This is an optimization exercise on Yosys and OpenROAD, whose aim is small area, a short achievable clock period and few clock cycles per item, not a production implementation.
At most, simulation tests tie the RTL to the original design; equivalence was not proved.

Design kiln_pe, start of the top module:
module kiln_pe (
    input  wire        clk,
    input  wire        rst,           
    input  wire        in_valid,      
    input  wire        in_first,      
    input  wire        in_last,       
    input  wire [3:0]  fmt_a,
    input  wire [3:0]  fmt_b,
    input  wire [15:0] a,
    input  wire [15:0] b,
    input  wire [7:0]  scale_a,
    input  wire [7:0]  scale_b,
    input  wire [31:0] in_init,       
    output reg         out_valid,
    output wire [31:0] out_acc,
    output wire        out_knv,       
    output wire        out_kof,       
    output wire        out_iov        
);
Size: ~6400 cells after synthesis, roughly 220 flip-flops, ~130 I/O pins, ~33000 um^2 of cells after synthesis.
clock: 32.0 ns
lec_check: 0
abc_area: 1
cap_margin: 20
core_margin: 2
core_utilization: 40
slew_margin: 20
standard.sh (not shown) runs the stock make flow with config.mk's settings and CLKGATE_MAP_FILE= SYNTH_SCRIPT=/design/flow/synth_recipe.tcl, a recipe that flattens the netlist after the stock synthesis.
==> flow/flow/run.sh <==
#!/bin/bash
# The standard layout with these changes: ADDER_MAP_FILE= SETUP_SLACK_MARGIN=24 'BUFFER_PORTS_ARGS=-buffer_cell sky130_fd_sc_hd__buf_2'
set -euo pipefail
bash standard.sh ADDER_MAP_FILE= SETUP_SLACK_MARGIN=24 'BUFFER_PORTS_ARGS=-buffer_cell sky130_fd_sc_hd__buf_2' finish > standard.log 2>&1
Edit:
--- a/flow/design.v
+++ b/flow/design.v
@@ -308,20 +308,18 @@
             p_m = n_m;
             p_e = n_e;
         end
         if (r_zero) begin
             p_m = 24'd0;
             p_e = 9'd0;
             p_t = 3'd0;
         end
-        if (r_int) begin
+        if (r_int)
             p_m = {8'd0, fsig[21:6]};
-            p_t = 3'd0;
-        end
         if (!r_v) begin
             p_s = 1'b1;
             p_m = 24'd0;
             p_e = 9'd0;
             p_t = 3'd0;
         end
     end
     wire p_nan  = r_v & r_nan;
@@ -351,16 +349,18 @@
         q_inf  <= p_inf;
         q_m    <= p_m;
         q_e    <= p_e;
         q_t    <= p_t;
     end
     reg [31:0] acc, res;
     reg        acc_h;         
     reg        knv, kof, iov;
+    wire [32:0] isum = {acc[31], acc} + {{16{q_s}}, {1'b0, q_m[15:0]} ^ {17{q_s}}} + {32'd0, q_s};
+    wire        iovf = isum[32] ^ isum[31];
     wire        a_s   = acc[31];
     wire [7:0]  a_ef  = acc[30:23];
     wire        a_sub = !acc_h;
     wire        a_max = (a_ef == 8'hFF);
     wire        a_nan = a_max && (acc[22:0] != 23'd0);
     wire        a_inf = a_max && (acc[22:0] == 23'd0);
     wire [8:0]  a_e   = {1'b0, a_ef[7:1], a_ef[0] | a_sub};
     wire [26:0] A     = {!a_sub, acc[22:0], 3'd0};
@@ -391,31 +391,32 @@
     end
     wire [26:0] f_ya  = {yal[26:1], yal[0] | yst};
     wire [27:0] fsum  = {1'b0, f_x} + ({1'b0, f_ya} ^ {28{sub}}) + {27'd0, sub};
     wire        f_l1  = sub && !fsum[26];
     wire [23:0] f_m   = fsum[27] ? fsum[27:4] : f_l1 ? fsum[25:2] : fsum[26:3];
     wire        f_g   = fsum[27] ? fsum[3]    : f_l1 ? fsum[1]    : fsum[2];
     wire        f_st  = fsum[27] ? |fsum[2:0] : f_l1 ? fsum[0]    : |fsum[1:0];
     wire [9:0]  f_e   = fsum[27] ? {1'b0, x_e} + 10'd1 : f_l1 ? {1'b0, x_e} - 10'd1 : {1'b0, x_e};
-    wire [34:0] A_x   = {q_int ? acc[31:23] : {8'd0, acc_h}, acc[22:0], 3'd0};
-    wire [34:0] n_x   = (agt || q_int) ? A_x : {8'd0, P};
+    wire [26:0] n_x   = agt ? A : P;
     wire [26:0] n_y   = pgt ? {1'b0, A[26:1]} : agt ? {1'b0, P[26:2], P[1] | P[0]} : A;
-    wire [35:0] n_b   = q_int ? ({9'd0, P} ^ {36{q_s}}) : ~{9'd0, n_y};
-    wire [35:0] n_s0, n_s1;
-    kiln_pe_cadd #(.W(36)) u_nadd (.x({1'b0, n_x}), .y(n_b), .s0(n_s0), .s1(n_s1));
-    wire        n_neg = n_s1[35];
+    wire [27:0] n_s0, n_s1;
+    kiln_pe_cadd #(.W(28)) u_nadd (.x({1'b0, n_x}), .y(~{1'b0, n_y}), .s0(n_s0), .s1(n_s1));
+    wire        n_neg = n_s1[27];
     wire [26:0] nd    = n_neg ? ~n_s0[26:0] : n_s1[26:0];
     wire        n_s   = (n_neg || agt) ? a_s : q_s;
-    wire [31:0] isum  = q_s ? n_s1[34:3] : n_s0[34:3];
-    wire        iovf  = (acc[31] == q_s) && (isum[31] != acc[31]);
-    wire [4:0]  nl_lz;
-    kiln_pe_lzc #(.W(27), .CW(5)) u_lzs (.x(nd), .cnt(nl_lz));
-    wire [8:0]  x_e1  = x_e - 9'd1;
-    wire [4:0]  nn_lz = (x_e1 < {4'd0, nl_lz}) ? x_e1[4:0] : nl_lz;
+    wire [26:0] lcap;
+    genvar gk;
+    generate
+        for (gk = 0; gk < 27; gk = gk + 1) begin : g_lcap
+            assign lcap[gk] = (x_e == 9'd27 - gk);
+        end
+    endgenerate
+    wire [4:0]  nn_lz;
+    kiln_pe_lzc #(.W(27), .CW(5)) u_lzs (.x(nd | lcap), .cnt(nn_lz));
     wire [26:0] nl    = nd << nn_lz;
     wire [9:0]  nn_e  = {1'b0, x_e} - {5'd0, nn_lz};
     wire [23:0] o_m   = near ? nl[26:3] : f_m;
     wire        o_g   = near ? nl[2]    : f_g;
     wire        o_st  = near ? |nl[1:0] : f_st;
     wire [9:0]  o_e   = near ? nn_e     : f_e;
     wire        o_zero = near ? (nd == 27'd0) : (fsum == 28'd0);
     wire        o_s   = o_zero ? (a_s & q_s) : near ? n_s : f_xs;
@@ -445,17 +446,17 @@
             f_res = {o_s, 8'hFF, 23'd0};
             f_of  = 1'b1;
         end else begin
             f_res = {o_s, rnd};
             f_of  = ovf;
             f_h   = o_m[23] | (ones & up);
         end
     end
-    wire [31:0] nxt = q_int ? isum : f_res;
+    wire [31:0] nxt = q_int ? isum[31:0] : f_res;
     always @(posedge clk) begin
         res <= nxt;
         acc <= r_f ? r_init : nxt;
         acc_h <= r_f ? (r_init[30:23] != 8'd0) : f_h;
         if (q_int) begin
             knv <= 1'b0;
             kof <= 1'b0;
             iov <= (q_f ? 1'b0 : iov) | iovf;
After rerunning:
- The changed run completed with no timing, DRC or antenna violations
- routed wire length is lower by a few percent
- critical path depth is unchanged
- flip-flop and latch count is unchanged
- first-iteration DRC count is higher by about a fifth
- global-route usage is lower by 2.4 points
- sequential share of layout area is higher by 0.41 points
- die area is higher by a few percent
- worst hold slack gains 3.8 ps
- worst setup slack gains 140 ps
Testbench counts after the change, summed over its fixed seeds: cycles 19,387, steps 19,363.
No functional check of the RTL was part of the first run of this note.

==> separate check: timing with driven ports <==
The flow's constraints put no driver on any port. The routed layouts listed below were extracted and timed again, unchanged, in two steps.
Step 1: set_driving_cell puts a clkbuf_16 on clk and a buf_2 on each other input, an assumption about the parent block.
Step 2 also shifts input and output timing later by t, the mid clock arrival at the registers, as if the neighbouring blocks saw the same clock.
a / b / c = ideal ports / drivers / drivers and shift; a / b = the first two.
| run | shift t [ns] | setup WS [ns] | worst register clock-pin slew, ns | pins driven straight from the clock port |
|---|---|---|---|---|
| the first run | 0.615 | 23.990 / 23.997 / 23.383 | 0.07 / 0.07 | 1 |
| the second run | 0.604 | 24.125 / 24.153 / 23.549 | 0.07 / 0.07 | 1 |
After both steps setup and hold are still met in every run listed. The setup slack of the first run, which loses most, moves by +0.007 ns with the drivers and by -0.607 ns with both steps.
